What follows belongs to an exercise in optimizing a design on an open flow for small area, a short achievable clock period and few clock cycles per item; a production flow would make more cautious choices. The RTL was checked by simulation tests, not by an equivalence proof against the original design.

===== flow/config.mk =====
export PLATFORM = sky130hd
export DESIGN_NAME = dx_ecc
export DESIGN_NICKNAME = dx_ecc
export VERILOG_FILES = /design/flow/design.v
export SDC_FILE = /design/flow/constraint.sdc
export NUM_CORES = 4
export LEC_CHECK = 0
export CAP_MARGIN = 20
export CORE_MARGIN = 2
export CORE_UTILIZATION = 60
export CTS_BUF_LIST = sky130_fd_sc_hd__clkbuf_4 sky130_fd_sc_hd__clkbuf_8
export CTS_CLUSTER_DIAMETER = 80
export CTS_CLUSTER_SIZE = 16
export SLEW_MARGIN = 20

===== flow/constraint.sdc =====
create_clock -name core_clock -period 14.0 [get_ports {clk}]
set_input_delay 2.8000 -clock core_clock [delete_from_list [all_inputs] [get_ports {clk}]]
set_output_delay 2.8000 -clock core_clock [all_outputs]
set_load 0.01 [all_outputs]

===== flow/design.v =====
module dx_ecc (
    input  wire        clk,
    input  wire        rst,
    input  wire        in_valid,
    output wire        in_ready,
    input  wire        in_op,
    input  wire [63:0] in_data,
    input  wire [15:0] in_check,
    output reg         out_valid,
    output reg  [63:0] out_data,
    output reg  [15:0] out_check,
    output reg  [2:0]  out_status
);
    assign in_ready = 1'b1;
    function automatic [12:0] gf_pmul(input [6:0] a, input [6:0] b);
        integer i, j;
        begin
            gf_pmul = 13'd0;
            for (i = 0; i < 7; i = i + 1)
                for (j = 0; j < 7; j = j + 1)
                    gf_pmul[i + j] = gf_pmul[i + j] ^ (a[i] & b[j]);
        end
    endfunction
    function automatic [6:0] gf_mul(input [6:0] a, input [6:0] b);
        reg [12:0] p;
        integer i;
        begin
            p = 13'd0;
            for (i = 0; i < 7; i = i + 1)
                if (b[i]) p = p ^ ({6'd0, a} << i);
            for (i = 12; i >= 7; i = i - 1)
                if (p[i]) p = p ^ (13'h89 << (i - 7));
            gf_mul = p[6:0];
        end
    endfunction
    localparam [127:0] GF_INV3_T0 = 128'h85171f397d3521e1ec0715d9c155d956;
    localparam [127:0] GF_INV3_T1 = 128'h077bca8c40edde83cfa9b8fae20590f0;
    localparam [127:0] GF_INV3_T2 = 128'hd3d8a3c4b729aac8883ed3b1ef77e000;
    localparam [127:0] GF_INV3_T3 = 128'h9d7459fd639529fbdb72e2c062284688;
    localparam [127:0] GF_INV3_T4 = 128'h76d02a17ab13d34bf22b331b534913bc;
    localparam [127:0] GF_INV3_T5 = 128'h7a55ce6bcde0f5c45424a2b9e9a25f80;
    localparam [127:0] GF_INV3_T6 = 128'h4ae285f65b8d65a17edf971ddc8880a0;
    function automatic [6:0] gf_inv3(input [6:0] x);
        begin
            gf_inv3[0] = GF_INV3_T0[x];
            gf_inv3[1] = GF_INV3_T1[x];
            gf_inv3[2] = GF_INV3_T2[x];
            gf_inv3[3] = GF_INV3_T3[x];
            gf_inv3[4] = GF_INV3_T4[x];
            gf_inv3[5] = GF_INV3_T5[x];
            gf_inv3[6] = GF_INV3_T6[x];
        end
    endfunction
    localparam [127:0] IN_SET_T0 = 128'h341efc53e5ef0f6366edbbb9ab551f7e;
    function automatic [0:0] in_set(input [6:0] x);
        begin
            in_set[0] = IN_SET_T0[x];
        end
    endfunction
    function automatic [6:0] gf_sq(input [6:0] x);
        begin
            gf_sq[0] = ^(x & 7'h01);
            gf_sq[1] = ^(x & 7'h50);
            gf_sq[2] = ^(x & 7'h02);
            gf_sq[3] = ^(x & 7'h20);
            gf_sq[4] = ^(x & 7'h54);
            gf_sq[5] = ^(x & 7'h40);
            gf_sq[6] = ^(x & 7'h28);
        end
    endfunction
    function automatic [6:0] gf_ht(input [6:0] x);
        begin
            gf_ht[0] = ^(x & 7'h00);
            gf_ht[1] = ^(x & 7'h5c);
            gf_ht[2] = ^(x & 7'h58);
            gf_ht[3] = ^(x & 7'h60);
            gf_ht[4] = ^(x & 7'h16);
            gf_ht[5] = ^(x & 7'h68);
            gf_ht[6] = ^(x & 7'h48);
        end
    endfunction
    function automatic [6:0] gf_ht13(input [12:0] x);
        begin
            gf_ht13[0] = ^(x & 13'h0000);
            gf_ht13[1] = ^(x & 13'h13dc);
            gf_ht13[2] = ^(x & 13'h11d8);
            gf_ht13[3] = ^(x & 13'h1660);
            gf_ht13[4] = ^(x & 13'h0a16);
            gf_ht13[5] = ^(x & 13'h1ae8);
            gf_ht13[6] = ^(x & 13'h08c8);
        end
    endfunction
    function automatic [6:0] pois_lin(input [6:0] x);
        begin
            pois_lin[0] = ^(x & 7'h1c);
            pois_lin[1] = ^(x & 7'h33);
            pois_lin[2] = ^(x & 7'h12);
            pois_lin[3] = ^(x & 7'h2c);
            pois_lin[4] = ^(x & 7'h3b);
            pois_lin[5] = ^(x & 7'h2b);
            pois_lin[6] = ^(x & 7'h13);
        end
    endfunction
    wire [0:0] v_0;
    reg  [0:0] v_1;
    reg  [0:0] v_2;
    wire [0:0] op_0;
    reg  [0:0] op_1;
    reg  [0:0] op_2;
    wire [63:0] d_0;
    reg  [63:0] d_1;
    reg  [63:0] d_2;
    wire [15:0] c_0;
    reg  [15:0] c_1;
    wire [6:0] s1_0;
    reg  [6:0] s1_1;
    wire [6:0] s3_0;
    reg  [6:0] s3_1;
    wire [0:0] q_0;
    reg  [0:0] q_1;
    wire [0:0] s15_0;
    reg  [0:0] s15_1;
    reg  [0:0] s15_2;
    wire [14:0] cb_1;
    reg  [14:0] cb_2;
    wire [0:0] p1_1;
    reg  [0:0] p1_2;
    wire [6:0] e_1;
    wire [6:0] i3_1;
    wire [6:0] z_1;
    reg  [6:0] z_2;
    wire [6:0] s1g_1;
    reg  [6:0] s1g_2;
    wire [0:0] t0_1;
    reg  [0:0] t0_2;
    wire [0:0] ez_1;
    reg  [0:0] ez_2;
    wire [0:0] szero_1;
    reg  [0:0] szero_2;
    wire [0:0] pz_1;
    reg  [0:0] pz_2;
    wire [6:0] x1_2;
    wire [6:0] x2_2;
    wire [0:0] in1_2;
    wire [0:0] in2_2;
    wire [0:0] s1z_2;
    wire [0:0] keep_2;
    wire [0:0] e78_2;
    wire [2:0] st_2;
    wire [77:0] hit_2;
    wire [63:0] od_2;
    reg  [63:0] od_3;
    wire [14:0] oc_2;
    reg  [14:0] oc_3;
    wire [2:0] ost_2;
    reg  [2:0] ost_3;
    wire [0:0] ov_2;
    reg  [0:0] ov_3;
    generate if (1) begin : g_in
        assign v_0 = in_valid;
        assign op_0 = in_op;
        assign d_0 = in_data;
        assign c_0 = in_check;
    end endgenerate
    generate if (1) begin : g_S
        wire [13:0] cg = c_0[13:0] & {14{op_0}};
        wire [260:0] xt;
        assign xt[0] = d_0[10] ^ d_0[61];
        assign xt[1] = d_0[11] ^ d_0[62];
        assign xt[2] = d_0[3] ^ d_0[19];
        assign xt[3] = d_0[6] ^ d_0[58];
        assign xt[4] = d_0[9] ^ d_0[43];
        assign xt[5] = d_0[37] ^ d_0[38];
        assign xt[6] = d_0[44] ^ xt[0];
        assign xt[7] = d_0[5] ^ d_0[53];
        assign xt[8] = d_0[13] ^ d_0[42];
        assign xt[9] = d_0[16] ^ d_0[23];
        assign xt[10] = d_0[24] ^ d_0[36];
        assign xt[11] = d_0[45] ^ d_0[59];
        assign xt[12] = d_0[46] ^ d_0[60];
        assign xt[13] = d_0[1] ^ d_0[12];
        assign xt[14] = d_0[2] ^ d_0[25];
        assign xt[15] = d_0[4] ^ d_0[52];
        assign xt[16] = d_0[7] ^ d_0[41];
        assign xt[17] = d_0[14] ^ d_0[17];
        assign xt[18] = d_0[26] ^ d_0[47];
        assign xt[19] = d_0[20] ^ xt[1];
        assign xt[20] = d_0[35] ^ xt[9];
        assign xt[21] = d_0[54] ^ xt[3];
        assign xt[22] = d_0[57] ^ xt[4];
        assign xt[23] = d_0[15] ^ d_0[18];
        assign xt[24] = d_0[34] ^ d_0[39];
        assign xt[25] = d_0[48] ^ cg[9];
        assign xt[26] = d_0[55] ^ d_0[63];
        assign xt[27] = d_0[8] ^ xt[8];
        assign xt[28] = d_0[32] ^ xt[2];
        assign xt[29] = d_0[33] ^ xt[5];
        assign xt[30] = cg[7] ^ xt[10];
        assign xt[31] = cg[8] ^ xt[14];
        assign xt[32] = d_0[31] ^ xt[6];
        assign xt[33] = d_0[0] ^ d_0[22];
        assign xt[34] = d_0[21] ^ d_0[27];
        assign xt[35] = d_0[40] ^ cg[13];
        assign xt[36] = d_0[28] ^ xt[12];
        assign xt[37] = d_0[29] ^ xt[24];
        assign xt[38] = d_0[49] ^ xt[17];
        assign xt[39] = d_0[51] ^ xt[7];
        assign xt[40] = d_0[56] ^ xt[11];
        assign xt[41] = cg[10] ^ xt[18];
        assign xt[42] = xt[16] ^ xt[26];
        assign xt[43] = d_0[30] ^ xt[22];
        assign xt[44] = cg[11] ^ xt[30];
        assign xt[45] = xt[13] ^ xt[29];
        assign xt[46] = xt[15] ^ xt[21];
        assign xt[47] = xt[20] ^ xt[27];
        assign xt[48] = d_0[50] ^ xt[23];
        assign xt[49] = d_0[58] ^ xt[28];
        assign xt[50] = d_0[63] ^ xt[38];
        assign xt[51] = cg[5] ^ xt[42];
        assign xt[52] = cg[12] ^ xt[31];
        assign xt[53] = xt[2] ^ xt[19];
        assign xt[54] = xt[6] ^ xt[48];
        assign xt[55] = xt[25] ^ xt[41];
        assign xt[56] = d_0[27] ^ xt[47];
        assign xt[57] = d_0[47] ^ xt[32];
        assign xt[58] = xt[1] ^ xt[43];
        assign xt[59] = xt[33] ^ xt[46];
        assign xt[60] = d_0[0] ^ d_0[48];
        assign xt[61] = d_0[4] ^ d_0[28];
        assign xt[62] = d_0[9] ^ d_0[23];
        assign xt[63] = d_0[11] ^ d_0[25];
        assign xt[64] = d_0[12] ^ d_0[15];
        assign xt[65] = d_0[19] ^ cg[7];
        assign xt[66] = d_0[26] ^ d_0[59];
        assign xt[67] = d_0[32] ^ d_0[40];
        assign xt[68] = d_0[33] ^ d_0[61];
        assign xt[69] = d_0[41] ^ d_0[42];
        assign xt[70] = d_0[55] ^ cg[3];
        assign xt[71] = d_0[57] ^ cg[4];
        assign xt[72] = d_0[5] ^ xt[34];
        assign xt[73] = d_0[21] ^ xt[35];
        assign xt[74] = d_0[34] ^ xt[12];
        assign xt[75] = d_0[36] ^ xt[35];
        assign xt[76] = d_0[37] ^ xt[17];
        assign xt[77] = d_0[45] ^ xt[34];
        assign xt[78] = d_0[51] ^ xt[0];
        assign xt[79] = cg[0] ^ xt[7];
        assign xt[80] = cg[4] ^ xt[5];
        assign xt[81] = cg[8] ^ xt[13];
        assign xt[82] = cg[9] ^ xt[63];
        assign xt[83] = xt[4] ^ xt[69];
        assign xt[84] = d_0[24] ^ xt[19];
        assign xt[85] = d_0[38] ^ xt[36];
        assign xt[86] = d_0[39] ^ xt[39];
        assign xt[87] = d_0[60] ^ xt[37];
        assign xt[88] = cg[6] ^ xt[40];
        assign xt[89] = cg[13] ^ xt[37];
        assign xt[90] = xt[10] ^ xt[21];
        assign xt[91] = xt[11] ^ xt[28];
        assign xt[92] = xt[20] ^ xt[80];
        assign xt[93] = xt[39] ^ xt[73];
        assign xt[94] = d_0[29] ^ xt[45];
        assign xt[95] = d_0[52] ^ xt[44];
        assign xt[96] = cg[6] ^ xt[49];
        assign xt[97] = xt[16] ^ xt[32];
        assign xt[98] = xt[18] ^ xt[54];
        assign xt[99] = xt[22] ^ xt[50];
        assign xt[100] = xt[23] ^ xt[52];
        assign xt[101] = xt[45] ^ xt[61];
        assign xt[102] = xt[51] ^ xt[81];
        assign xt[103] = xt[53] ^ xt[99];
        assign xt[104] = xt[56] ^ xt[88];
        assign xt[105] = xt[57] ^ xt[90];
        assign xt[106] = xt[59] ^ xt[75];
        assign xt[107] = d_0[1] ^ d_0[61];
        assign xt[108] = xt[11] ^ xt[60];
        assign xt[109] = xt[67] ^ xt[107];
        assign xt[110] = xt[36] ^ xt[42];
        assign xt[111] = xt[76] ^ xt[79];
        assign xt[112] = xt[108] ^ xt[109];
        assign xt[113] = xt[44] ^ xt[110];
        assign xt[114] = xt[111] ^ xt[112];
        assign xt[115] = xt[56] ^ xt[58];
        assign xt[116] = xt[113] ^ xt[114];
        assign xt[117] = xt[115] ^ xt[116];
        assign xt[118] = d_0[8] ^ d_0[56];
        assign xt[119] = d_0[62] ^ cg[1];
        assign xt[120] = xt[118] ^ xt[119];
        assign xt[121] = xt[36] ^ xt[83];
        assign xt[122] = xt[120] ^ xt[50];
        assign xt[123] = xt[121] ^ xt[94];
        assign xt[124] = xt[100] ^ xt[122];
        assign xt[125] = xt[105] ^ xt[123];
        assign xt[126] = xt[124] ^ xt[125];
        assign xt[127] = d_0[7] ^ d_0[16];
        assign xt[128] = cg[2] ^ xt[5];
        assign xt[129] = xt[8] ^ xt[14];
        assign xt[130] = xt[25] ^ xt[26];
        assign xt[131] = xt[127] ^ xt[128];
        assign xt[132] = xt[129] ^ xt[130];
        assign xt[133] = xt[89] ^ xt[91];
        assign xt[134] = xt[131] ^ xt[132];
        assign xt[135] = xt[58] ^ xt[98];
        assign xt[136] = xt[133] ^ xt[134];
        assign xt[137] = xt[135] ^ xt[136];
        assign xt[138] = d_0[20] ^ d_0[49];
        assign xt[139] = d_0[56] ^ d_0[57];
        assign xt[140] = cg[10] ^ xt[8];
        assign xt[141] = xt[62] ^ xt[66];
        assign xt[142] = xt[70] ^ xt[138];
        assign xt[143] = xt[139] ^ xt[140];
        assign xt[144] = xt[141] ^ xt[142];
        assign xt[145] = xt[44] ^ xt[49];
        assign xt[146] = xt[86] ^ xt[143];
        assign xt[147] = xt[144] ^ xt[97];
        assign xt[148] = xt[101] ^ xt[145];
        assign xt[149] = xt[146] ^ xt[147];
        assign xt[150] = xt[148] ^ xt[149];
        assign xt[151] = d_0[10] ^ d_0[14];
        assign xt[152] = d_0[43] ^ d_0[50];
        assign xt[153] = cg[11] ^ xt[67];
        assign xt[154] = xt[71] ^ xt[151];
        assign xt[155] = xt[152] ^ xt[27];
        assign xt[156] = xt[29] ^ xt[40];
        assign xt[157] = xt[72] ^ xt[153];
        assign xt[158] = xt[154] ^ xt[46];
        assign xt[159] = xt[52] ^ xt[84];
        assign xt[160] = xt[87] ^ xt[155];
        assign xt[161] = xt[156] ^ xt[157];
        assign xt[162] = xt[158] ^ xt[159];
        assign xt[163] = xt[160] ^ xt[161];
        assign xt[164] = xt[162] ^ xt[163];
        assign xt[165] = d_0[3] ^ d_0[14];
        assign xt[166] = d_0[22] ^ d_0[35];
        assign xt[167] = d_0[44] ^ cg[12];
        assign xt[168] = xt[3] ^ xt[24];
        assign xt[169] = xt[64] ^ xt[66];
        assign xt[170] = xt[68] ^ xt[165];
        assign xt[171] = xt[166] ^ xt[167];
        assign xt[172] = xt[82] ^ xt[168];
        assign xt[173] = xt[169] ^ xt[170];
        assign xt[174] = xt[171] ^ xt[43];
        assign xt[175] = xt[51] ^ xt[85];
        assign xt[176] = xt[93] ^ xt[172];
        assign xt[177] = xt[173] ^ xt[174];
        assign xt[178] = xt[175] ^ xt[176];
        assign xt[179] = xt[177] ^ xt[178];
        assign xt[180] = d_0[62] ^ xt[64];
        assign xt[181] = xt[41] ^ xt[180];
        assign xt[182] = xt[87] ^ xt[181];
        assign xt[183] = xt[97] ^ xt[182];
        assign xt[184] = xt[104] ^ xt[106];
        assign xt[185] = xt[183] ^ xt[184];
        assign xt[186] = cg[5] ^ xt[68];
        assign xt[187] = xt[19] ^ xt[30];
        assign xt[188] = xt[38] ^ xt[79];
        assign xt[189] = xt[83] ^ xt[186];
        assign xt[190] = xt[55] ^ xt[91];
        assign xt[191] = xt[187] ^ xt[188];
        assign xt[192] = xt[189] ^ xt[59];
        assign xt[193] = xt[190] ^ xt[191];
        assign xt[194] = xt[192] ^ xt[193];
        assign xt[195] = d_0[0] ^ d_0[17];
        assign xt[196] = cg[13] ^ xt[195];
        assign xt[197] = xt[40] ^ xt[196];
        assign xt[198] = xt[53] ^ xt[86];
        assign xt[199] = xt[92] ^ xt[197];
        assign xt[200] = xt[102] ^ xt[198];
        assign xt[201] = xt[199] ^ xt[105];
        assign xt[202] = xt[200] ^ xt[201];
        assign xt[203] = d_0[12] ^ d_0[13];
        assign xt[204] = d_0[54] ^ cg[3];
        assign xt[205] = xt[9] ^ xt[203];
        assign xt[206] = xt[204] ^ xt[31];
        assign xt[207] = xt[72] ^ xt[205];
        assign xt[208] = xt[55] ^ xt[85];
        assign xt[209] = xt[89] ^ xt[206];
        assign xt[210] = xt[207] ^ xt[95];
        assign xt[211] = xt[208] ^ xt[209];
        assign xt[212] = xt[103] ^ xt[210];
        assign xt[213] = xt[211] ^ xt[212];
        assign xt[214] = cg[1] ^ xt[33];
        assign xt[215] = xt[62] ^ xt[74];
        assign xt[216] = xt[76] ^ xt[77];
        assign xt[217] = xt[82] ^ xt[214];
        assign xt[218] = xt[215] ^ xt[216];
        assign xt[219] = xt[217] ^ xt[95];
        assign xt[220] = xt[96] ^ xt[98];
        assign xt[221] = xt[102] ^ xt[218];
        assign xt[222] = xt[219] ^ xt[220];
        assign xt[223] = xt[221] ^ xt[222];
        assign xt[224] = d_0[18] ^ d_0[41];
        assign xt[225] = xt[12] ^ xt[15];
        assign xt[226] = xt[25] ^ xt[71];
        assign xt[227] = xt[224] ^ xt[31];
        assign xt[228] = xt[225] ^ xt[226];
        assign xt[229] = xt[47] ^ xt[93];
        assign xt[230] = xt[227] ^ xt[228];
        assign xt[231] = xt[57] ^ xt[96];
        assign xt[232] = xt[229] ^ xt[230];
        assign xt[233] = xt[231] ^ xt[232];
        assign xt[234] = d_0[2] ^ cg[12];
        assign xt[235] = xt[7] ^ xt[65];
        assign xt[236] = xt[70] ^ xt[234];
        assign xt[237] = xt[74] ^ xt[235];
        assign xt[238] = xt[236] ^ xt[54];
        assign xt[239] = xt[92] ^ xt[237];
        assign xt[240] = xt[58] ^ xt[238];
        assign xt[241] = xt[239] ^ xt[106];
        assign xt[242] = xt[240] ^ xt[241];
        assign xt[243] = d_0[22] ^ d_0[46];
        assign xt[244] = d_0[53] ^ cg[2];
        assign xt[245] = xt[65] ^ xt[243];
        assign xt[246] = xt[244] ^ xt[78];
        assign xt[247] = xt[245] ^ xt[55];
        assign xt[248] = xt[84] ^ xt[246];
        assign xt[249] = xt[100] ^ xt[101];
        assign xt[250] = xt[247] ^ xt[248];
        assign xt[251] = xt[104] ^ xt[249];
        assign xt[252] = xt[250] ^ xt[251];
        assign xt[253] = d_0[2] ^ d_0[7];
        assign xt[254] = xt[3] ^ xt[15];
        assign xt[255] = xt[60] ^ xt[253];
        assign xt[256] = xt[77] ^ xt[78];
        assign xt[257] = xt[254] ^ xt[255];
        assign xt[258] = xt[256] ^ xt[257];
        assign xt[259] = xt[94] ^ xt[258];
        assign xt[260] = xt[103] ^ xt[259];
        assign s1_0[0] = xt[117];
        assign s1_0[1] = xt[126];
        assign s1_0[2] = xt[137];
        assign s1_0[3] = xt[150];
        assign s1_0[4] = xt[164];
        assign s1_0[5] = xt[179];
        assign s1_0[6] = xt[185];
        assign s3_0[0] = xt[194];
        assign s3_0[1] = xt[202];
        assign s3_0[2] = xt[213];
        assign s3_0[3] = xt[223];
        assign s3_0[4] = xt[233];
        assign s3_0[5] = xt[242];
        assign s3_0[6] = xt[252];
        assign q_0 = xt[260];
        assign s15_0 = c_0[15];
    end endgenerate
    generate if (1) begin : g_cb
        wire [13:0] rd;
        wire [40:0] xr;
        assign xr[0] = s1_1[0] ^ s3_1[0];
        assign xr[1] = s1_1[1] ^ s3_1[3];
        assign xr[2] = s1_1[2] ^ s3_1[6];
        assign xr[3] = s1_1[3] ^ s1_1[5];
        assign xr[4] = xr[1] ^ xr[2];
        assign xr[5] = s1_1[4] ^ s1_1[6];
        assign xr[6] = s3_1[1] ^ s3_1[5];
        assign xr[7] = s3_1[2] ^ xr[0];
        assign xr[8] = s3_1[4] ^ xr[5];
        assign xr[9] = xr[3] ^ xr[4];
        assign xr[10] = s1_1[6] ^ xr[1];
        assign xr[11] = s3_1[2] ^ xr[6];
        assign xr[12] = s3_1[5] ^ xr[0];
        assign xr[13] = s1_1[3] ^ xr[4];
        assign xr[14] = xr[0] ^ xr[8];
        assign xr[15] = xr[6] ^ xr[9];
        assign xr[16] = s3_1[0] ^ s3_1[5];
        assign xr[17] = xr[2] ^ xr[3];
        assign xr[18] = xr[5] ^ xr[16];
        assign xr[19] = xr[17] ^ xr[18];
        assign xr[20] = s3_1[3] ^ xr[2];
        assign xr[21] = xr[11] ^ xr[20];
        assign xr[22] = s1_1[2] ^ s1_1[5];
        assign xr[23] = xr[22] ^ xr[14];
        assign xr[24] = xr[3] ^ xr[10];
        assign xr[25] = xr[3] ^ xr[12];
        assign xr[26] = s1_1[5] ^ s3_1[4];
        assign xr[27] = s3_1[5] ^ xr[26];
        assign xr[28] = xr[7] ^ xr[27];
        assign xr[29] = xr[10] ^ xr[11];
        assign xr[30] = xr[3] ^ xr[7];
        assign xr[31] = xr[8] ^ xr[30];
        assign xr[32] = xr[7] ^ xr[13];
        assign xr[33] = s1_1[4] ^ xr[12];
        assign xr[34] = xr[13] ^ xr[33];
        assign xr[35] = s1_1[4] ^ s3_1[1];
        assign xr[36] = xr[35] ^ xr[7];
        assign xr[37] = xr[9] ^ xr[36];
        assign xr[38] = xr[14] ^ xr[15];
        assign xr[39] = s3_1[2] ^ xr[8];
        assign xr[40] = xr[9] ^ xr[39];
        assign rd[0] = xr[19];
        assign rd[1] = xr[21];
        assign rd[2] = xr[23];
        assign rd[3] = xr[24];
        assign rd[4] = xr[25];
        assign rd[5] = xr[15];
        assign rd[6] = xr[28];
        assign rd[7] = xr[29];
        assign rd[8] = xr[31];
        assign rd[9] = xr[32];
        assign rd[10] = xr[34];
        assign rd[11] = xr[37];
        assign rd[12] = xr[38];
        assign rd[13] = xr[40];
        assign cb_1 = op_1 ? c_1[14:0] : {q_1, rd};
    end endgenerate
    generate if (1) begin : g_P
        assign p1_1 = q_1 ^ c_1[14] ^ ^({s3_1, s1_1} & 14'h0fd4);
    end endgenerate
    generate if (1) begin : g_E
        assign e_1 = gf_mul(s1_1, gf_sq(s1_1)) ^ s3_1;
        assign i3_1 = gf_inv3(s1_1);
    end endgenerate
    generate if (1) begin : g_K
        assign s1g_1 = s1_1 & {7{op_1}};
        wire [12:0] kp = gf_pmul(s3_1, i3_1);
        assign z_1 = gf_ht13(kp);
        assign t0_1 = ^(kp & 13'h0881);
        assign ez_1 = (e_1 == 7'd0);
        assign szero_1 = (s1_1 == 7'd0) && (e_1 == 7'd0);
        wire [6:0] ts1 = s1_1 ^ 7'h40;
        wire tz = (ts1 == 7'd0) && (e_1 == 7'h12);
        wire ts = in_set(ts1) && (e_1 == (pois_lin(s1_1) ^ 7'h12));
        wire [1:0] tp = {s15_1, p1_1} ^ 2'd2;
        assign pz_1 = (tz && (tp != 2'd3)) || (ts && (tp == 2'd1));
    end endgenerate
    generate if (1) begin : g_X
        assign x1_2 = gf_mul(s1g_2, z_2);
        assign x2_2 = x1_2 ^ s1g_2;
        assign in1_2 = in_set(x1_2);
        assign in2_2 = in_set(x2_2);
        assign s1z_2 = (s1g_2 == 7'd0);
    end endgenerate
    generate if (1) begin : g_st
        wire ok1 = !s1z_2 && ez_2 && in2_2;
        wire ok2 = !s1z_2 && !ez_2 && t0_2 && in1_2 && in2_2;
        wire one = (ok1 && p1_2 && !s15_2) || (szero_2 && (p1_2 ^ s15_2));
        wire two = (ok2 && !p1_2 && !s15_2) || (ok1 && (p1_2 == s15_2)) || (szero_2 && p1_2 && s15_2);
        wire clean = szero_2 && !p1_2 && !s15_2;
        assign st_2 = !op_2 || clean ? 3'd0 : one ? 3'd1 : two ? 3'd2 : pz_2 ? 3'd3 : 3'd4;
        assign keep_2 = !op_2 || clean || one || two;
        assign e78_2 = op_2 && (p1_2 ^ (ez_2 && !szero_2));
    end endgenerate
    generate if (1) begin : g_hit
        assign hit_2[0] = (x1_2 == 7'h01) || (x2_2 == 7'h01);
        assign hit_2[1] = (x1_2 == 7'h02) || (x2_2 == 7'h02);
        assign hit_2[2] = (x1_2 == 7'h04) || (x2_2 == 7'h04);
        assign hit_2[3] = (x1_2 == 7'h08) || (x2_2 == 7'h08);
        assign hit_2[4] = (x1_2 == 7'h10) || (x2_2 == 7'h10);
        assign hit_2[5] = (x1_2 == 7'h20) || (x2_2 == 7'h20);
        assign hit_2[6] = (x1_2 == 7'h40) || (x2_2 == 7'h40);
        assign hit_2[7] = (x1_2 == 7'h09) || (x2_2 == 7'h09);
        assign hit_2[8] = (x1_2 == 7'h12) || (x2_2 == 7'h12);
        assign hit_2[9] = (x1_2 == 7'h24) || (x2_2 == 7'h24);
        assign hit_2[10] = (x1_2 == 7'h48) || (x2_2 == 7'h48);
        assign hit_2[11] = (x1_2 == 7'h19) || (x2_2 == 7'h19);
        assign hit_2[12] = (x1_2 == 7'h32) || (x2_2 == 7'h32);
        assign hit_2[13] = (x1_2 == 7'h64) || (x2_2 == 7'h64);
        assign hit_2[14] = (x1_2 == 7'h41) || (x2_2 == 7'h41);
        assign hit_2[15] = (x1_2 == 7'h0b) || (x2_2 == 7'h0b);
        assign hit_2[16] = (x1_2 == 7'h16) || (x2_2 == 7'h16);
        assign hit_2[17] = (x1_2 == 7'h2c) || (x2_2 == 7'h2c);
        assign hit_2[18] = (x1_2 == 7'h58) || (x2_2 == 7'h58);
        assign hit_2[19] = (x1_2 == 7'h39) || (x2_2 == 7'h39);
        assign hit_2[20] = (x1_2 == 7'h72) || (x2_2 == 7'h72);
        assign hit_2[21] = (x1_2 == 7'h6d) || (x2_2 == 7'h6d);
        assign hit_2[22] = (x1_2 == 7'h53) || (x2_2 == 7'h53);
        assign hit_2[23] = (x1_2 == 7'h2f) || (x2_2 == 7'h2f);
        assign hit_2[24] = (x1_2 == 7'h5e) || (x2_2 == 7'h5e);
        assign hit_2[25] = (x1_2 == 7'h35) || (x2_2 == 7'h35);
        assign hit_2[26] = (x1_2 == 7'h6a) || (x2_2 == 7'h6a);
        assign hit_2[27] = (x1_2 == 7'h5d) || (x2_2 == 7'h5d);
        assign hit_2[28] = (x1_2 == 7'h33) || (x2_2 == 7'h33);
        assign hit_2[29] = (x1_2 == 7'h66) || (x2_2 == 7'h66);
        assign hit_2[30] = (x1_2 == 7'h45) || (x2_2 == 7'h45);
        assign hit_2[31] = (x1_2 == 7'h03) || (x2_2 == 7'h03);
        assign hit_2[32] = (x1_2 == 7'h06) || (x2_2 == 7'h06);
        assign hit_2[33] = (x1_2 == 7'h0c) || (x2_2 == 7'h0c);
        assign hit_2[34] = (x1_2 == 7'h18) || (x2_2 == 7'h18);
        assign hit_2[35] = (x1_2 == 7'h30) || (x2_2 == 7'h30);
        assign hit_2[36] = (x1_2 == 7'h60) || (x2_2 == 7'h60);
        assign hit_2[37] = (x1_2 == 7'h49) || (x2_2 == 7'h49);
        assign hit_2[38] = (x1_2 == 7'h1b) || (x2_2 == 7'h1b);
        assign hit_2[39] = (x1_2 == 7'h36) || (x2_2 == 7'h36);
        assign hit_2[40] = (x1_2 == 7'h6c) || (x2_2 == 7'h6c);
        assign hit_2[41] = (x1_2 == 7'h51) || (x2_2 == 7'h51);
        assign hit_2[42] = (x1_2 == 7'h2b) || (x2_2 == 7'h2b);
        assign hit_2[43] = (x1_2 == 7'h56) || (x2_2 == 7'h56);
        assign hit_2[44] = (x1_2 == 7'h25) || (x2_2 == 7'h25);
        assign hit_2[45] = (x1_2 == 7'h4a) || (x2_2 == 7'h4a);
        assign hit_2[46] = (x1_2 == 7'h1d) || (x2_2 == 7'h1d);
        assign hit_2[47] = (x1_2 == 7'h3a) || (x2_2 == 7'h3a);
        assign hit_2[48] = (x1_2 == 7'h74) || (x2_2 == 7'h74);
        assign hit_2[49] = (x1_2 == 7'h61) || (x2_2 == 7'h61);
        assign hit_2[50] = (x1_2 == 7'h4b) || (x2_2 == 7'h4b);
        assign hit_2[51] = (x1_2 == 7'h1f) || (x2_2 == 7'h1f);
        assign hit_2[52] = (x1_2 == 7'h3e) || (x2_2 == 7'h3e);
        assign hit_2[53] = (x1_2 == 7'h7c) || (x2_2 == 7'h7c);
        assign hit_2[54] = (x1_2 == 7'h71) || (x2_2 == 7'h71);
        assign hit_2[55] = (x1_2 == 7'h6b) || (x2_2 == 7'h6b);
        assign hit_2[56] = (x1_2 == 7'h5f) || (x2_2 == 7'h5f);
        assign hit_2[57] = (x1_2 == 7'h37) || (x2_2 == 7'h37);
        assign hit_2[58] = (x1_2 == 7'h6e) || (x2_2 == 7'h6e);
        assign hit_2[59] = (x1_2 == 7'h55) || (x2_2 == 7'h55);
        assign hit_2[60] = (x1_2 == 7'h23) || (x2_2 == 7'h23);
        assign hit_2[61] = (x1_2 == 7'h46) || (x2_2 == 7'h46);
        assign hit_2[62] = (x1_2 == 7'h05) || (x2_2 == 7'h05);
        assign hit_2[63] = (x1_2 == 7'h0a) || (x2_2 == 7'h0a);
        assign hit_2[64] = (x1_2 == 7'h14) || (x2_2 == 7'h14);
        assign hit_2[65] = (x1_2 == 7'h28) || (x2_2 == 7'h28);
        assign hit_2[66] = (x1_2 == 7'h50) || (x2_2 == 7'h50);
        assign hit_2[67] = (x1_2 == 7'h29) || (x2_2 == 7'h29);
        assign hit_2[68] = (x1_2 == 7'h52) || (x2_2 == 7'h52);
        assign hit_2[69] = (x1_2 == 7'h2d) || (x2_2 == 7'h2d);
        assign hit_2[70] = (x1_2 == 7'h5a) || (x2_2 == 7'h5a);
        assign hit_2[71] = (x1_2 == 7'h3d) || (x2_2 == 7'h3d);
        assign hit_2[72] = (x1_2 == 7'h7a) || (x2_2 == 7'h7a);
        assign hit_2[73] = (x1_2 == 7'h7d) || (x2_2 == 7'h7d);
        assign hit_2[74] = (x1_2 == 7'h73) || (x2_2 == 7'h73);
        assign hit_2[75] = (x1_2 == 7'h6f) || (x2_2 == 7'h6f);
        assign hit_2[76] = (x1_2 == 7'h57) || (x2_2 == 7'h57);
        assign hit_2[77] = (x1_2 == 7'h27) || (x2_2 == 7'h27);
    end endgenerate
    generate if (1) begin : g_out
        assign od_2 = {64{keep_2}} & (d_2 ^ hit_2[77:14]);
        assign oc_2 = {15{keep_2}} & (cb_2 ^ {e78_2, hit_2[13:0]});
        assign ost_2 = st_2;
        assign ov_2 = v_2;
    end endgenerate
    always @(posedge clk) begin
        v_1 <= rst ? 1'b0 : v_0;
        v_2 <= rst ? 1'b0 : v_1;
        op_1 <= op_0;
        op_2 <= op_1;
        d_1 <= d_0;
        d_2 <= d_1;
        c_1 <= c_0;
        s1_1 <= s1_0;
        s3_1 <= s3_0;
        q_1 <= q_0;
        s15_1 <= s15_0;
        s15_2 <= s15_1;
        cb_2 <= cb_1;
        p1_2 <= p1_1;
        z_2 <= z_1;
        s1g_2 <= s1g_1;
        t0_2 <= t0_1;
        ez_2 <= ez_1;
        szero_2 <= szero_1;
        pz_2 <= pz_1;
        od_3 <= od_2;
        oc_3 <= oc_2;
        ost_3 <= ost_2;
        ov_3 <= rst ? 1'b0 : ov_2;
    end
    always @* begin
        out_valid  = ov_3;
        out_data   = od_3;
        out_check  = {1'b0, oc_3};
        out_status = ost_3;
    end
endmodule

===== flow/flow/run.sh =====
#!/bin/bash
# Own flow: the standard layout (standard synthesis unchanged), with
#  - port buffers of sky130_fd_sc_hd__buf_2 instead of the automatically chosen cell;
set -euo pipefail
bash standard.sh \
  "SETUP_SLACK_MARGIN=${FLOW_SETUP_MARGIN:-10.2}" \
  "BUFFER_PORTS_ARGS=-buffer_cell sky130_fd_sc_hd__buf_2" \
  finish > standard_make.log 2>&1

===== flow/standard.sh =====
#!/bin/bash
# synth_recipe.tcl (not shown) runs the flow's synth.tcl, then flattens the netlist and writes it again
# the make line also repeats each setting of config.mk as NAME=value (left out here)
make -C /OpenROAD-flow-scripts/flow DESIGN_CONFIG=/design/flow/config.mk WORK_HOME=/design/flow/orfs CLKGATE_MAP_FILE= SYNTH_SCRIPT=/design/flow/synth_recipe.tcl "${@:-finish}"

==> flow_results.org, run 1 <==
** Logic synthesis
- Mapped Area :: 15,600 µm²
- EDFF count, synth :: 0
- Post-synthesis instance total :: 1,741
- The synthesized netlist devotes 12.2% of its cell area to compound gates.
- Adder-cell area share of the yosys netlist :: 2.08%
- Post-synth cell types :: 84
- Synthesis warning total :: 1
- Post-synth net total :: 1,851
- Main synth FF type :: dfxtp_1
- Mux share of post-synthesis cell area :: 1.15%
- Dominant combinational cell family by area after synthesis :: XOR/XNOR gates
- For this run, asynchronously set or reset flops after synthesis account for 0%.
- After synthesis, flip-flops and latches occupy 35.9% of the total area.
- The synthesized netlist devotes 13.2% of its cell area to simple gates.
- By count the netlist is led by 410 x xnor2_1, 280 x dfxtp_1, 214 x nand2_1.
- In this run, synthesis produced a sequential element count of 280.
- After synthesis, the cell types taking the most area are dfxtp_1 36%, xnor2_1 23%, xor2_1 6.6%.
- Most frequent cell after synthesis :: xnor2_1
- A synthesized cell averages 8.97 µm².
- Post-synthesis xor/xnor area fraction :: 31.6%
- Area share of the leading cell type in the synthesized netlist :: 35.9%
- The largest total area in the synthesized netlist belongs to dfxtp_1.

** Detailed routing
- In the final routed layout, each cell accounts on average for 24.3 µm.
- Routed met3 length :: 6.58 mm
- Wire segments on met2 add up to 25.4 mm in the final route.
- Drt via density :: 6.11
- DR top layer :: met5
- Iteration count of the initial detailed-routing pass :: 7
- Violation count after the first detailed-route iteration :: 1,887
- For this run, design rule violations remaining after detail routing come to 0.
- ANT nets after route :: 0
- Met1 routed wirelength after detailed routing :: 21.5 mm
- The final layout contains routed wiring with a total length of 56.4 mm.
- Number of vias after detailed routing :: 14,200

** STA
- Clock skew on the completed layout was measured at 61.1 ps.
- The routed design could run at a clock period as short as 4080 ps.
- Portion of the clock cycle consumed by the worst path in the final layout :: 29.1%
- Final hold vios :: 0
- The max-slew violation total from the final report came to 0.
- Setup repair after global routing missed its margin :: yes
- At the pin with the least slew margin, the transition time is 775 ps.
- Headroom to the max-slew limit came out at 48.0%.
- Highest clock rate :: 245 MHz
- Setup TNS Final :: 0 ps
- Setup Viol. Count Final :: 0

** Placed design
- Detailed placer's ending HPWL :: 35.8 mm
- Post-Place Cell Area :: 16,900 µm²
- In this run the tool buffered the top-level ports with 166 buffer cells.
- The congestion estimate from routability-driven global placement came to 1.03.

** Outcome
- The run finished with no timing, DRC or antenna violations.

** Floorplanning
- In this run the horizontal extent of the chip is 165 µm.
- In this run the vertical extent of the chip is 165 µm.
- The initialized floorplan defines 59 standard-cell rows.
- During I/O placement, the number of pins put on the boundary was 169.
- The initial utilization of the core area, before any placement, comes to 60.6%.
- Floorplan core area :: 25,800 µm²
- The floorplan step defined a die boundary enclosing 27,300 µm².

** Hold path
- In this run the worst hold path is classified as reg -> reg.
- The worst hold path passes through 0 cells.

** Final layout
- The net count of the finished layout is 2,088.
- The multi-input combinational cells in the finished layout cover a total of 11,300 µm².
- With fillers left out, the area of the finished cells amounts to 20,500 µm².
- Synthesis-to-finish area growth :: 31.5%
- The post-route netlist has 32.6% of its cells at a drive strength greater than 1.
- FILL cells :: 1,573
- 0 antenna diodes ended up in the layout.
- Total area of sequential cells :: 5720 µm²

** Clocking
- The cell sitting at the root of the clock tree is a clkbuf_8.
- Post-CTS Hold Buffers :: 0
- TritonCTS built the clock tree.
- CTS built an H-tree with a depth of 1.
- Number of sinks handled by clock tree synthesis :: 280
- Clock transition at path regs :: 100 ps
- Total clock buffers created by CTS :: 23
- Clock latency on the worst-skew pair, taken at its later pin, is 600 ps.
- Max Buffers Root-to-Sink :: 3

** Global routing
- In the global route stage, overall resource usage came out at 36.4%.
- The initial antenna violation count is 1.
- The first global-routing pass estimated 75.1 mm of wire.
- The number of global-route vias before repair came to 12,500.
- For this run the aggregate overflow at the end of global routing stands at 0.
- Pin count of the biggest net entering global routing :: 81

** Worst setup path
- FF-to-FF path depth :: 14
- Crit path kind :: in -> reg
- Along the worst path, the maximum fanout reaches 3.
- Worst setup EP type :: flip-flop
- Register-to-register setup slack :: 10,190 ps
- For the worst setup path, the data arrival time is 4540 ps.
- Data required time at the worst endpoint :: 14,460 ps
- Crit path launch type :: primary input

** Run
- Max cap viols :: 0
-- critical path, cell delays in order --
cell and delay [ps]:
buf_2 170, xor2_4 210, xnor2_2 220, xor2_1 370, xnor2_2 190, xnor2_2 180
xnor2_1 150, xnor2_1 240
-- final timing paths --
kind                            startpoint       end
worst max-delay path            in_data[5]   s3_1[4]
worst min-delay path               d_1[52]   d_2[52]
worst max register to register    s1g_2[6]  ost_3[2]
worst min register to register     d_1[52]   d_2[52]
-- layout by cell type (no fill, tap or decap), drive strengths merged, types with 26 or more instances in the layout --
cell type	n
buf	302
nor2	141
ha	26
o22ai	85
a21oi	46
clkbuf	31
o21ai	51
xor2	117
dfxtp	280
xnor2	413
nand2	216
-- logic make-up after synthesis --
group                      after synthesis
AOI/OAI and AO/OA                      287
xor gates and xnor gates               541
adders and majority gates               26
buffers and inverters                  118
DFF                                    280
muxes                                   16
other                                    2
and+or+nand+nor                        471
-- routing by layer --
layer | up-vias | global-route usage, %
met1 | 6640 | 51.6
met2 | 1061 | 56.1
met4 | 2 | 11.2
li1 | 6239 | -
met5 | - | 0
met3 | 227 | 7.12
-- cell type report --
class                           count  area share [%]
Inverter                           20           0.500
Timing Repair Buffer              310            12.6
Tap cell                          335            2.04
Sequential cell                   280            27.9
Clock buffer                       25            1.62
Multi-Input combinational cell   1343            55.1
Clock inverter                      5           0.293
-- flip-flops by register name, indices dropped and copies added, names as in the netlist, 3 cells and up --
register,count
d_1,64
d_2,64
od_3,64
c_1,15
cb_2,15
oc_3,15
s1_1,7
s1g_2,7
s3_1,7
z_2,6
ost_3,3
-- per-stage QoR --
| stage | hold slack [ps] | utilization [%] | worst slack (ps) | cells |
|---|---|---|---|---|
| 2_1_floorplan | 310 | - | 9800 | 1741 |
| 5_1_grt | 289 | 79.7 | 9950 | 2318 |
| 4_1_cts | 289 | 73.4 | 10130 | 2254 |
| 3_3_place_gp | 310 | 65.4 | 9230 | 2154 |
| 6_report | 284 | 79.7 | 9920 | 2318 |
| 3_5_place_dp | 312 | 65.4 | 9220 | 2154 |
-- timing repair --
action	4_1_cts	5_1_grt
pin swaps	70	79
hold endpoints to repair	0	0
buffers inserted	68	61
resized for setup	206	229
endpoints found under the setup margin	189	186
gates cloned	2	3
Testbench counts, summed over its fixed seeds: cycles 12,024, items 12,000.
==> run 2: changes to the inputs <==
--- a/flow/flow/run.sh
+++ b/flow/flow/run.sh
@@ -5,3 +5,3 @@
 bash standard.sh \
-  "SETUP_SLACK_MARGIN=${FLOW_SETUP_MARGIN:-10.2}" \
+  "SETUP_SLACK_MARGIN=${FLOW_SETUP_MARGIN:-9.5}" \
   "BUFFER_PORTS_ARGS=-buffer_cell sky130_fd_sc_hd__buf_2" \
==> run 2 against run 1 <==
Against the previous run: largest cell class unchanged; sequential share of layout area is 5.2 points higher; cell area fell by 17%; synthesized cell count did not move; global-route usage decreased by 2.8 points; critical path depth rose by 7; critical endpoint is now z_2[1].
==> flow_results.org, run 2 <==
** Outcome
- Run status: no timing/DRC/antenna violations (unchanged).

** Floorplanning
- Overall die width :: 165 µm (unchanged)
- Vertical die dimension :: 165 µm (unchanged)
- The core box area was 25,800 µm² (unchanged).
- Boundary Pins :: 169 (unchanged)
- The starting utilization of the core area was 60.6% (unchanged).
- Die Footprint :: 27,300 µm² (unchanged)
- Floorplan row count :: 59 (unchanged)

** Worst setup path
- Worst path max stage delay :: 520 ps (was 370 ps)
- The critical path launch point type is a flip-flop (was primary input).
- Critical Path, Cell by Cell: buf_8 > inv_1 > ha_2 > nand2_1 > o21ai_0 > nor4_1 > a311o_1 > or4_4 > nand2_8 > xnor2_4 > xnor2_2 > xnor3_1 > xnor3_2 > xnor3_1 > xnor2_1 (was buf_2 > xor2_4 > xnor2_2 > xor2_1 > xnor2_2 > xnor2_2 > xnor2_1 > xnor2_1).
- Data required time at the worst endpoint :: 14,460 ps (about the same)
- The number of buffer and inverter stages on the critical path is 2 (was 1).
- Most common cell on crit path :: xnor3_1 (was xnor2_2)
- The signal arrival time at the worst endpoint came to 4910 ps (was 4540 ps).
- Crit path kind :: reg -> reg (was in -> reg)
- The largest fanout on the critical path came to 36 (was 3).
- Slowest cell on crit path :: or4_4 (was xor2_1)
- Top Family by Delay on Critical Path :: XOR/XNOR gates (unchanged)
- The kind of capture point of the worst setup path is a flip-flop (unchanged).

** STA
- Worst Hold Slack :: 292 ps (was 284 ps)
- Portion of the clock cycle consumed by the worst path in the final layout :: 31.8% (was 29.1%)
- Pins over their slew limit :: 0 (unchanged)
- Setup repair after global routing missed its margin :: yes (unchanged)
- The relative max-transition margin is 28.6% (was 48.0%).
- Time the worst path needs with I/O delays and setup :: 4450 ps (was 4080 ps)
- Setup slack of the critical path after layout :: 9550 ps (was 9920 ps)
- Clk_skew :: 53.0 ps (was 61.1 ps)
- Setup Viol. Count Final :: 0 (unchanged)
- Setup TNS Final :: 0 ps (unchanged)
- Highest clock rate :: 225 MHz (was 245 MHz)
- The slew at the pin closest to its max-slew limit came to 1070 ps (was 775 ps).
- The hold violation total from the final report came to 0 (unchanged).

** Placed design
- Pre-CTS setup slack :: 8900 ps (was 9220 ps)
- Post-Place Cell Area :: 16,400 µm² (was 16,900 µm²)
- Detailed placer's ending HPWL :: 35.8 mm (about the same)
- The quantity of I/O buffers inserted on ports came to 166 (unchanged).
- Final RePlAce weighted congestion :: 1.01 (was 1.03)

** Clocking
- Clock insertion delay at the later pin of the skew report :: 580 ps (was 600 ps)
- Max Buffers Root-to-Sink :: 3 (unchanged)
- Clock transition at path regs :: 100 ps (about the same)
- The count of clock tree sinks was 280 (unchanged).
- The total CTS buffers was 22 (was 23).
- Number of levels the H-tree was split into :: 1 (unchanged)
- The TritonCTS clock tree was built (unchanged).
- The cell at the root of the clock tree is clkbuf_8 (unchanged).

** Final layout
- Synthesis-to-finish area growth :: 8.92% (was 31.5%)
- Largest regs: d_1: 64 flops, d_2: 64 flops, od_3: 64 flops (unchanged).
- FILL cells :: 2,216 (was 1,573)
- Commonest non-fill, non-tap cell in the layout :: xnor2_1 (unchanged)
- Share of layout cells above drive strength 1 :: 14.6% (was 32.6%)
- The cell area after layout came to 17,000 µm² (was 20,500 µm²).
- Area of the multi-input gates :: 9540 µm² (was 11,300 µm²)
- The register area was 5620 µm² (was 5720 µm²).
- The total number of nets in the final design was 1,960 (was 2,088).
- Most used cells in the layout excluding fill and tap cells: 406 x xnor2_1, 271 x dfxtp_1, 214 x nand2_1, 166 x buf_2, 137 x nor2_1 (was 313 x xnor2_1, 216 x dfxtp_1, 196 x nand2_1, 128 x nor2_1, 125 x buf_4).

** Logic synthesis
- Most common library cells after synthesis: 410 x xnor2_1, 280 x dfxtp_1, 214 x nand2_1 (unchanged).
- Most area-consuming cells after synthesis :: dfxtp_1 36%, xnor2_1 23%, xor2_1 6.6% (unchanged)
- Synthesis warning total :: 1 (unchanged)
- The number of nets produced by synthesis was 1,851 (unchanged).
- The most common flop cell mapped by yosys is dfxtp_1 (unchanged).
- Average cell area after synthesis :: 8.97 µm² (unchanged)
- EDFF count, synth :: 0 (unchanged)
- Area share of the leading cell type in the synthesized netlist :: 35.9% (unchanged)
- The most used standard cell by instance count after synthesis was xnor2_1 (unchanged).
- Leading area contributor after synthesis :: dfxtp_1 (unchanged)
- Post-synth cell types :: 84 (unchanged)
- Mapped Area :: 15,600 µm² (unchanged)
- The share of flip-flops with an asynchronous set or reset after synthesis is 0% (unchanged).
- Sequential fraction of the synthesis area :: 35.9% (unchanged)
- #FFs+latches synth :: 280 (unchanged)
- Post-synthesis instance total :: 1,741 (unchanged)

** Detailed routing
- Drc violations :: 0 (unchanged)
- The routed wire length per instance is 21.5 µm (was 24.3 µm).
- The routed via count was 12,700 (was 14,200).
- The violation count after the first detailed-route iteration came to 1,399 (was 1,887).
- The wire length reported by the detailed router is 47.1 mm (was 56.4 mm).
- The number of routed nets with antenna violations is 0 (unchanged).
- Iteration count of the initial detailed-routing pass :: 6 (was 7)
- Drt via density :: 5.80 (was 6.11)

** Hold path
- The type of the tightest min-delay check is reg -> reg (unchanged).

** Global routing
- The number of global-route vias before repair came to 11,500 (was 12,500).
- The first-pass GRT wire length was 68.8 mm (was 75.1 mm).
- The met3 global-route usage was 6.34% (was 7.12%).
- Global Route met1 Usage :: 48.5% (was 51.6%)
- The combined global-route utilization of all metal layers came to 33.5% (was 36.4%).
- Initial antenna violation count :: 2 (was 1)
- The met2 demand-to-capacity share in global routing came to 50.8% (was 56.1%).
- The pin count of the biggest net entering global routing came to 80 (was 81).
- Total grt overflow :: 0 (unchanged)
- The highest-utilization routing layer at the global route stage was met2 (unchanged).

** Run
- Max cap viols :: 0 (unchanged)
==> run 2: final cells by class <==
type	instances	share of cell area (%)
sequential	280	33.0
tap	335	2.47
clock buffer	22	1.78
inverter	20	0.478
clock inverter	5	0.250
antenna	2	0.0294
timing repair buffer	183	5.83
multi-input combinational	1343	56.1
==> run 2: cells by family after synthesis <==
family,share of synthesized area [%]
buffers and inverters,3.80
flip-flops,35.9
AND/OR/NAND/NOR,13.2
other,0.0481
XOR/XNOR,31.6
multiplexers,1.15
AO/OA/AOI/OAI,12.2
adder cells (fa/ha/maj),2.08
==> run 2: path summary, 6_finish.rpt <==
kind	slack (ps)	end	depth (start not counted)	from
max	9550	z_2[1]	15	s1_1[1]
min	290	d_2[36]	0	d_1[36]
max reg2reg	9550	z_2[1]	15	s1_1[1]
min reg2reg	290	d_2[36]	0	d_1[36]
==> run 2: metrics by stage <==
stage / std cells / utilization (%)
floorplan: 1741 / -
global placement: 2152 / 63.7
detailed placement: 2152 / 63.7
CTS: 2180 / 65.2
global route: 2188 / 66.0
finish: 2190 / 66.0
==> run 2: timing repair <==
item,CTS,global route
gates resized for setup,18,29
hold buffers,0,0
setup endpoints to repair,85,87
setup buffers,1,8
pin swaps,1,5
==> run 2: routing by layer <==
metal	routed length, µm	vias to the layer above	share of wire, %
met5	0	-	0
met4	1520	0	3.2
met3	4680	93	9.9
met2	20500	677	43
met1	20500	5943	43
li1	-	5985	-
==> run 2: worst reg2reg max path, cell delays in order (launching register included) <==
cell and delay [ps]:
dfxtp_1 320, buf_8 190, inv_1 270, ha_2 390
nand2_1 300, o21ai_0 260, nor4_1 70, a311o_1 280
or4_4 520, nand2_8 120, xnor2_4 120, xnor2_2 130
xnor3_1 390, xnor3_2 410, xnor3_1 400, xnor2_1 220
==> run 3: changes to the inputs <==
--- a/flow/flow/run.sh
+++ b/flow/flow/run.sh
@@ -5,3 +5,3 @@
 bash standard.sh \
-  "SETUP_SLACK_MARGIN=${FLOW_SETUP_MARGIN:-9.5}" \
+  "SETUP_SLACK_MARGIN=${FLOW_SETUP_MARGIN:-9.6}" \
   "BUFFER_PORTS_ARGS=-buffer_cell sky130_fd_sc_hd__buf_2" \
==> run 3 against run 2 <==
Against the previous run: final cell count rose by 0.46%; clock-buffer cell count did not move.
==> flow_results.org, run 3 <==
** Placed design
- Detailed placer's ending HPWL :: 35.8 mm (unchanged)
- The quantity of I/O buffers inserted on ports is 166 (unchanged).
- Final RePlAce weighted congestion :: 1.01 (unchanged)

** STA
- Portion of the clock cycle consumed by the worst path in the final layout :: 31.1% (was 31.8%)
- The slew at the pin closest to its max-slew limit was 1060 ps (was 1070 ps).
- Setup Viol. Count Final :: 0 (unchanged)
- Worst Hold Slack :: 288 ps (was 292 ps)
- Setup TNS Final :: 0 ps (unchanged)
- Final hold vios :: 0 (unchanged)
- Clk_skew :: 58.1 ps (was 53.0 ps)
- Time the worst path needs with I/O delays and setup :: 4360 ps (was 4450 ps)
- Pins over their slew limit :: 0 (unchanged)
- The highest achievable clock rate came to 229 MHz (was 225 MHz).
- Setup repair after global routing missed its margin: yes (unchanged).
- The relative max-transition margin is 29.0% (was 28.6%).

** Logic synthesis
- Synthesis warning total :: 1 (unchanged)
- The combined area of all synthesized cells came to 15,600 µm² (unchanged).
- Post-synthesis instance total :: 1,741 (unchanged)
- The most used standard cell by instance count after synthesis is xnor2_1 (unchanged).
- Leading area contributor after synthesis :: dfxtp_1 (unchanged)
- Post-synth net total :: 1,851 (unchanged)
- The number of flops mapped to enable cells by yosys came to 0 (unchanged).
- Most area-consuming cells after synthesis :: dfxtp_1 36%, xnor2_1 23%, xor2_1 6.6% (unchanged)
- Most common library cells after synthesis: 410 x xnor2_1, 280 x dfxtp_1, 214 x nand2_1 (unchanged).
- Sequential fraction of the synthesis area :: 35.9% (unchanged)
- #FFs+latches synth :: 280 (unchanged)
- The most common flop cell mapped by yosys is dfxtp_1 (unchanged).
- The top cell type's share of synthesized area was 35.9% (unchanged).
- Average cell area after synthesis :: 8.97 µm² (unchanged)
- Async set-reset flop share out of synthesis :: 0% (unchanged)
- The number of library cell types mapped by synthesis was 84 (unchanged).

** Final layout
- The area growth from synthesis to layout is 10.0% (was 8.92%).
- The register area came to 5620 µm² (about the same).
- The commonest non-fill, non-tap cell in the layout is xnor2_1 (unchanged).
- Most used cells in the layout excluding fill and tap cells :: 406 x xnor2_1, 269 x dfxtp_1, 214 x nand2_1, 166 x buf_2, 136 x nor2_1 (was 406 x xnor2_1, 271 x dfxtp_1, 214 x nand2_1, 166 x buf_2, 137 x nor2_1)
- Area of the multi-input gates :: 9570 µm² (was 9540 µm²)
- The number of antenna cells inserted came to 0 (was 2).
- Share of layout cells above drive strength 1 :: 15.6% (was 14.6%)
- The total number of nets in the final design was 1,972 (was 1,960).
- Largest regs: d_1: 64 flops, d_2: 64 flops, od_3: 64 flops (unchanged).
- FILL cells :: 2,190 (was 2,216)

** Detailed routing
- The number of routed nets with antenna violations is 0 (unchanged).
- The ratio of routed vias to standard cells is 5.82 (was 5.80).
- The wire length reported by the detailed router came to 47.7 mm (was 47.1 mm).
- Post-detailed-route wirelength per cell :: 21.7 µm (was 21.5 µm)
- Iteration count of the initial detailed-routing pass :: 5 (was 6)
- The violation count after the first detailed-route iteration is 1,452 (was 1,399).
- The residual DRC count came to 0 (unchanged).
- The routed via count was 12,800 (was 12,700).

** Floorplanning
- The total die area is 27,300 µm² (unchanged).
- Floorplan row count :: 59 (unchanged)
- Effective utilization at floorplan :: 60.6% (unchanged)
- Boundary Pins :: 169 (unchanged)
- Overall die width :: 165 µm (unchanged)
- The core box area was 25,800 µm² (unchanged).
- The overall die height came to 165 µm (unchanged).

** Global routing
- The first-pass GRT wire length is 68.9 mm (was 68.8 mm).
- The initial antenna violation count is 2 (unchanged).
- Pin count of the biggest net entering global routing :: 80 (unchanged)
- The total global routing overflow came to 0 (unchanged).
- The combined global-route utilization of all metal layers is 33.6% (was 33.5%).
- The number of global-route vias before repair was 11,500 (about the same).

** Clocking
- The total CTS buffers was 22 (unchanged).
- Clock transition at path regs :: 100 ps (about the same)
- Max Buffers Root-to-Sink :: 3 (unchanged)
- The TritonCTS clock tree was built (unchanged).
- The number of H-tree levels is 1 (unchanged).
- The count of clock tree sinks is 280 (unchanged).
- Clock tree root buffer cell :: clkbuf_8 (unchanged)
- The clock latency at the later pin of the worst-skew pair came to 580 ps (about the same).

** Worst setup path
- The reg-to-reg startpoint is s1_1[1] (unchanged).
- Data arrival time at the worst-slack endpoint :: 4820 ps (was 4910 ps)
- The critical path launch point type is a primary input (was flip-flop).
- The number of cell instances on the worst register-to-register path was 15 (unchanged).
- The end of the worst register-to-register path is z_2[1] (unchanged).
- Largest fanout on the critical path :: 4 (was 36)
- The required time of the critical path is 14,460 ps (about the same).
- Crit path kind :: in -> reg (was reg -> reg)
- The kind of capture point of the worst setup path is a flip-flop (unchanged).
- The register-to-register setup slack came to 9750 ps (was 9550 ps).

** Hold path
- End of the worst hold path :: d_2[36] (unchanged)
- The beginning of the worst hold path is d_1[36] (unchanged).
- The type of the tightest min-delay check was reg -> reg (unchanged).
- Number of cells traversed by the worst hold path :: 0 (unchanged)

** Outcome
- Run status: no timing/DRC/antenna violations (unchanged).

** Run
- The number of max-cap violations was 0 (unchanged).
-- run 3: cell count changes in the layout (fill, tap and decap cells not counted), sizes merged --
cell / previous run / this run
diode: 2 / 0
buf: 182 / 193
clkinvlp: 1 / 2
clkinv: 3 / 4
clkbuf: 23 / 24
inv: 21 / 19
-- run 3: cells by family (layout without fill, tap and decap cells) --
kind of cell | after synthesis | after routing | synth area share (%)
xor+xnor | 541 | 541 | 31.6
simple gates | 471 | 471 | 13.2
compound gates | 287 | 287 | 12.2
flops | 280 | 280 | 35.9
buf+inv | 118 | 242 | 3.80
fa+ha+maj | 26 | 26 | 2.08
mux | 16 | 16 | 1.15
other cells | 2 | 2 | 0.0481
-- run 3: worst max-delay path: stages --
cell and delay (ps):
buf_2 140, xnor2_1 780, xnor2_1 190, xnor2_1 290, xnor2_1 170, xnor2_1 160, xnor2_1 160, xnor2_1 130
-- run 3: area by class of cell --
cell class	count	share of cell area [%]
multi-input combinational	1343	55.7
sequential	280	32.7
timing repair buffer	195	6.62
tap	335	2.44
clock buffer	22	1.76
inverter	20	0.503
clock inverter	5	0.248
-- run 3: metrics by stage --
step                      instances  utilization (%)  setup slack (ps)  area [µm²]
after floorplan                1741                -              9710       15600
after global placement         2152             63.7              9120       16400
after detailed placement       2152             63.7              8900       16400
after CTS                      2182             65.5              9600       16900
after global routing           2200             66.7              9560       17200
final                          2200             66.7              9640       17200
-- run 3: worst max path at each step --
stage,end,depth (start not counted),startpoint,slack (ps)
6_report,s3_1[4],8,in_data[19],9640
4_1_cts,z_2[1],13,s1_1[3],9600
3_3_place_gp,z_2[1],14,s1_1[0],9120
5_1_grt,od_3[40],19,s1g_2[6],9560
3_5_place_dp,z_2[1],14,s1_1[0],8900
2_1_floorplan,s3_1[4],7,in_data[61],9710
-- run 3: per-layer routing --
| metal | vias to the layer above | global-route usage [%] | share of wire [%] |
|---|---|---|---|
| met5 | - | 0 | 0 |
| met3 | 106 | 6.64 | 10 |
| li1 | 6008 | - | - |
| met1 | 5937 | 48.6 | 43 |
| met2 | 746 | 51.0 | 44 |
| met4 | 0 | 9.76 | 3.2 |
-- run 3: timing repair --
item,in CTS,in global routing
gates resized for setup,30,36
endpoints found under the setup margin,88,86
setup buffers,3,17
gates cloned,0,1
pin swaps,2,7
hold buffers,0,0
==> run 4: changes to the inputs <==
--- a/flow/flow/run.sh
+++ b/flow/flow/run.sh
@@ -5,3 +5,3 @@
 bash standard.sh \
-  "SETUP_SLACK_MARGIN=${FLOW_SETUP_MARGIN:-9.6}" \
+  "SETUP_SLACK_MARGIN=${FLOW_SETUP_MARGIN:-9.8}" \
   "BUFFER_PORTS_ARGS=-buffer_cell sky130_fd_sc_hd__buf_2" \
==> run 4 against run 3 <==
Against the previous run: still clean on timing, DRC and antenna; first-iteration DRC count up 18%; clock skew down 41 ps; via count up 1.3%; critical endpoint is now s3_1[1].
==> flow_results.org, run 4 <==
** Clocking
- Number of sinks handled by clock tree synthesis :: 280 (unchanged)
- Max Buffers Root-to-Sink :: 3 (unchanged)
- The TritonCTS clock tree was built (unchanged).
- Clock insertion delay at the later pin of the skew report :: 560 ps (was 580 ps)
- Clock tree root buffer cell :: clkbuf_8 (unchanged)
- The total CTS buffers was 22 (unchanged).
- Number of levels the H-tree was split into :: 1 (unchanged)
- Clock transition at path regs :: 100 ps (about the same)

** Run
- Max cap viols :: 0 (unchanged)

** Outcome
- Run status: no timing/DRC/antenna violations (unchanged).

** Final layout
- The area growth from synthesis to layout came to 12.5% (was 10.0%).
- Commonest non-fill, non-tap cell in the layout :: xnor2_1 (unchanged)
- Number of diodes added for antenna fixing :: 0 (unchanged)
- Share of layout cells above drive strength 1 :: 18.1% (was 15.6%)
- Post-layout nets :: 1,993 (was 1,972)
- Most used cells in the layout excluding fill and tap cells: 400 x xnor2_1, 263 x dfxtp_1, 213 x nand2_1, 166 x buf_2, 136 x nor2_1 (was 406 x xnor2_1, 269 x dfxtp_1, 214 x nand2_1, 166 x buf_2, 136 x nor2_1).
- Largest regs: d_1: 64 flops, d_2: 64 flops, od_3: 64 flops (unchanged).
- The cell area after layout was 17,600 µm² (was 17,200 µm²).

** Floorplanning
- Floorplan core area :: 25,800 µm² (unchanged)
- Floorplan row count :: 59 (unchanged)
- Vertical die dimension :: 165 µm (unchanged)
- The top-level I/O count came to 169 (unchanged).
- Effective utilization at floorplan :: 60.6% (unchanged)
- Overall die width :: 165 µm (unchanged)
- The total die area is 27,300 µm² (unchanged).

** STA
- The minimum hold slack was 334 ps (was 288 ps).
- The final clock skew was 17.1 ps (was 58.1 ps).
- The shortest period the worst path allows was 4150 ps (was 4360 ps).
- The highest achievable clock rate was 241 MHz (was 229 MHz).
- The relative max-transition margin is 27.9% (was 29.0%).
- Setup repair after global routing missed its margin :: yes (unchanged)
- The max-slew violation total from the final report is 0 (unchanged).
- Setup Viol. Count Final :: 0 (unchanged)
- Worst Tran Pin Value :: 1080 ps (was 1060 ps)
- Final hold vios :: 0 (unchanged)
- The sum of negative setup slack is 0 ps (unchanged).
- Portion of the clock cycle consumed by the worst path in the final layout :: 29.6% (was 31.1%)

** Placed design
- The HPWL after detailed placement was 35.3 mm (was 35.8 mm).
- The placement-stage cell area was 16,500 µm² (was 16,400 µm²).
- The global placer's final weighted congestion is 1.04 (was 1.01).
- The quantity of I/O buffers inserted on ports is 166 (unchanged).

** Logic synthesis
- Leading area contributor after synthesis :: dfxtp_1 (unchanged)
- The number of nets produced by synthesis is 1,851 (unchanged).
- EDFF count, synth :: 0 (unchanged)
- The warning count from the yosys run is 1 (unchanged).
- Main synth FF type :: dfxtp_1 (unchanged)
- Most area-consuming cells after synthesis: dfxtp_1 36%, xnor2_1 23%, xor2_1 6.6% (unchanged).
- The number of flip-flops and latches in the synthesized netlist is 280 (unchanged).
- The post-synthesis instance total is 1,741 (unchanged).
- Sequential fraction of the synthesis area :: 35.9% (unchanged)
- The mean instance size in the synthesized netlist came to 8.97 µm² (unchanged).
- Mapped Area :: 15,600 µm² (unchanged)
- Most common library cells after synthesis :: 410 x xnor2_1, 280 x dfxtp_1, 214 x nand2_1 (unchanged)
- The most used standard cell by instance count after synthesis is xnor2_1 (unchanged).
- Async set-reset flop share out of synthesis :: 0% (unchanged)
- Area share of the leading cell type in the synthesized netlist :: 35.9% (unchanged)
- Post-synth cell types :: 84 (unchanged)

** Worst setup path
- The end of the worst register-to-register path was z_2[1] (unchanged).
- The reg-to-reg startpoint was s1_1[1] (unchanged).
- The worst setup path category is in -> reg (unchanged).
- Data arrival time at the worst-slack endpoint :: 4620 ps (was 4820 ps)
- Worst setup EP type :: flip-flop (unchanged)
- Crit path launch type :: primary input (unchanged)
- The beginning of the critical path was in_data[61] (was in_data[19]).
- The largest fanout on the critical path was 4 (unchanged).
- The number of cell instances on the worst register-to-register path was 15 (unchanged).
- Data required time at the worst endpoint :: 14,470 ps (was 14,460 ps)
- Register-to-register setup slack :: 9860 ps (was 9750 ps)
- The capture point of the worst path was s3_1[1] (was s3_1[4]).

** Global routing
- Total grt overflow :: 0 (unchanged)
- Initial antenna violation count :: 1 (was 2)
- Tot GR Track Use :: 33.6% (about the same)
- The first-pass GRT wire length was 69.7 mm (was 68.9 mm).
- Pin count of the biggest net entering global routing :: 81 (was 80)
- Vias in the first global route :: 11,600 (was 11,500)

** Hold path
- Type of the most critical hold path :: reg -> reg (unchanged)
- The beginning of the worst hold path is d_1[0] (was d_1[36]).

** Detailed routing
- The violation count after the first detailed-route iteration is 1,712 (was 1,452).
- The residual DRC count came to 0 (unchanged).
- Drt via density :: 5.84 (was 5.82)
- The routed wire length per instance is 21.5 µm (was 21.7 µm).
- Number of vias after detailed routing :: 13,000 (was 12,800)
- The number of routed nets with antenna violations was 0 (unchanged).
- The detailed-router iteration count before antenna repair came to 6 (was 5).
- The wire length reported by the detailed router is 47.9 mm (was 47.7 mm).
## run 4: how the worst min path moves through the flow
stage | end | slack (ps) | depth (start not counted)
2_1_floorplan | d_2[0] | 310 | 0
6_report | d_2[0] | 330 | 0
3_5_place_dp | d_2[31] | 310 | 0
5_1_grt | d_2[45] | 330 | 0
4_1_cts | d_2[4] | 330 | 0
3_3_place_gp | d_2[49] | 310 | 0
## run 4: per-stage QoR
step,utilization [%],std cells,setup WS [ps]
final,68.2,2221,9850
after global routing,68.2,2221,9720
after CTS,66.3,2185,9770
after floorplan,-,1741,9790
after global placement,63.9,2152,9140
after detailed placement,63.9,2152,8990
## run 4: final cells by class
cell class,instances,area (µm²)
multi-input cells,1343,9770
clock buffers,23,310
fillers,2146,8200
inverters,20,93.8
clock inverters,4,41.3
repair buffers,216,1290
flip-flops and latches,280,5640
well taps,335,419
## run 4: cells by family after synthesis
kind of cell | synth area share, %
XOR/XNOR | 31.6
AND/OR/NAND/NOR | 13.2
AO/OA/AOI/OAI | 12.2
flip-flops | 35.9
buffers and inverters | 3.80
adder cells (fa/ha/maj) | 2.08
multiplexers | 1.15
other | 0.0481
## run 4: layer usage
| layer | share of wire, % | up-vias | wire [µm] | global-route usage, % |
|---|---|---|---|---|
| li1 | - | 6065 | - | - |
| met1 | 43 | 5943 | 20700 | 49.8 |
| met2 | 43 | 826 | 20800 | 50.8 |
| met3 | 10 | 131 | 4930 | 5.27 |
| met4 | 3.1 | 0 | 1460 | 9.05 |
| met5 | 0 | - | 0 | 0 |
## run 4: worst max-delay path, cell delays in order
cell and delay, ps:
buf_2 150, xor2_2 200, xnor2_2 270, xor2_2 170
xnor2_1 430, xnor2_1 170, xnor2_1 240, xnor2_1 180
## run 4: repair_timing
item,in CTS,in global routing
buffers inserted,5,36
resized for setup,49,46
pin swaps,3,11
hold buffers,0,0
cloned,1,0
setup endpoints to repair,90,90

-- afterwards: timing with drivers on the ports --
The flow's constraints put no driver on any port. The routed layouts listed below were extracted and timed again, unchanged, in two steps.
Step 1, drivers: a clkbuf_16 drives clk and a buf_2 each remaining input, both assumed.
Step 2 adds t to the input delays and takes it off the output delays; t is the mean of the earliest and latest rising clock arrival at the registers after step 1. Input paths then give back, and output paths get back, about the clock's delay inside the block.
a / b / c = ideal ports / drivers / drivers and shift; a / b = the first two.
| run | t (ns) | setup WS [ns] | hold WS [ns] | worst slew at a driven data input, ns |
|---|---|---|---|---|
| run 1 | 0.621 | 9.921 / 9.948 / 9.326 | 0.284 / 0.284 / 0.284 | 0.08 |
| run 2 | 0.594 | 9.547 / 9.547 / 9.074 | 0.292 / 0.292 / 0.292 | 0.07 |
| run 3 | 0.595 | 9.641 / 9.661 / 9.066 | 0.288 / 0.288 / 0.288 | 0.07 |
| run 4 | 0.607 | 9.852 / 9.859 / 9.273 | 0.334 / 0.334 / 0.334 | 0.05 |
After both steps every run listed still meets setup and hold. The setup slack of run 1, which loses most, moves by +0.027 ns with the drivers and by -0.595 ns with both steps.
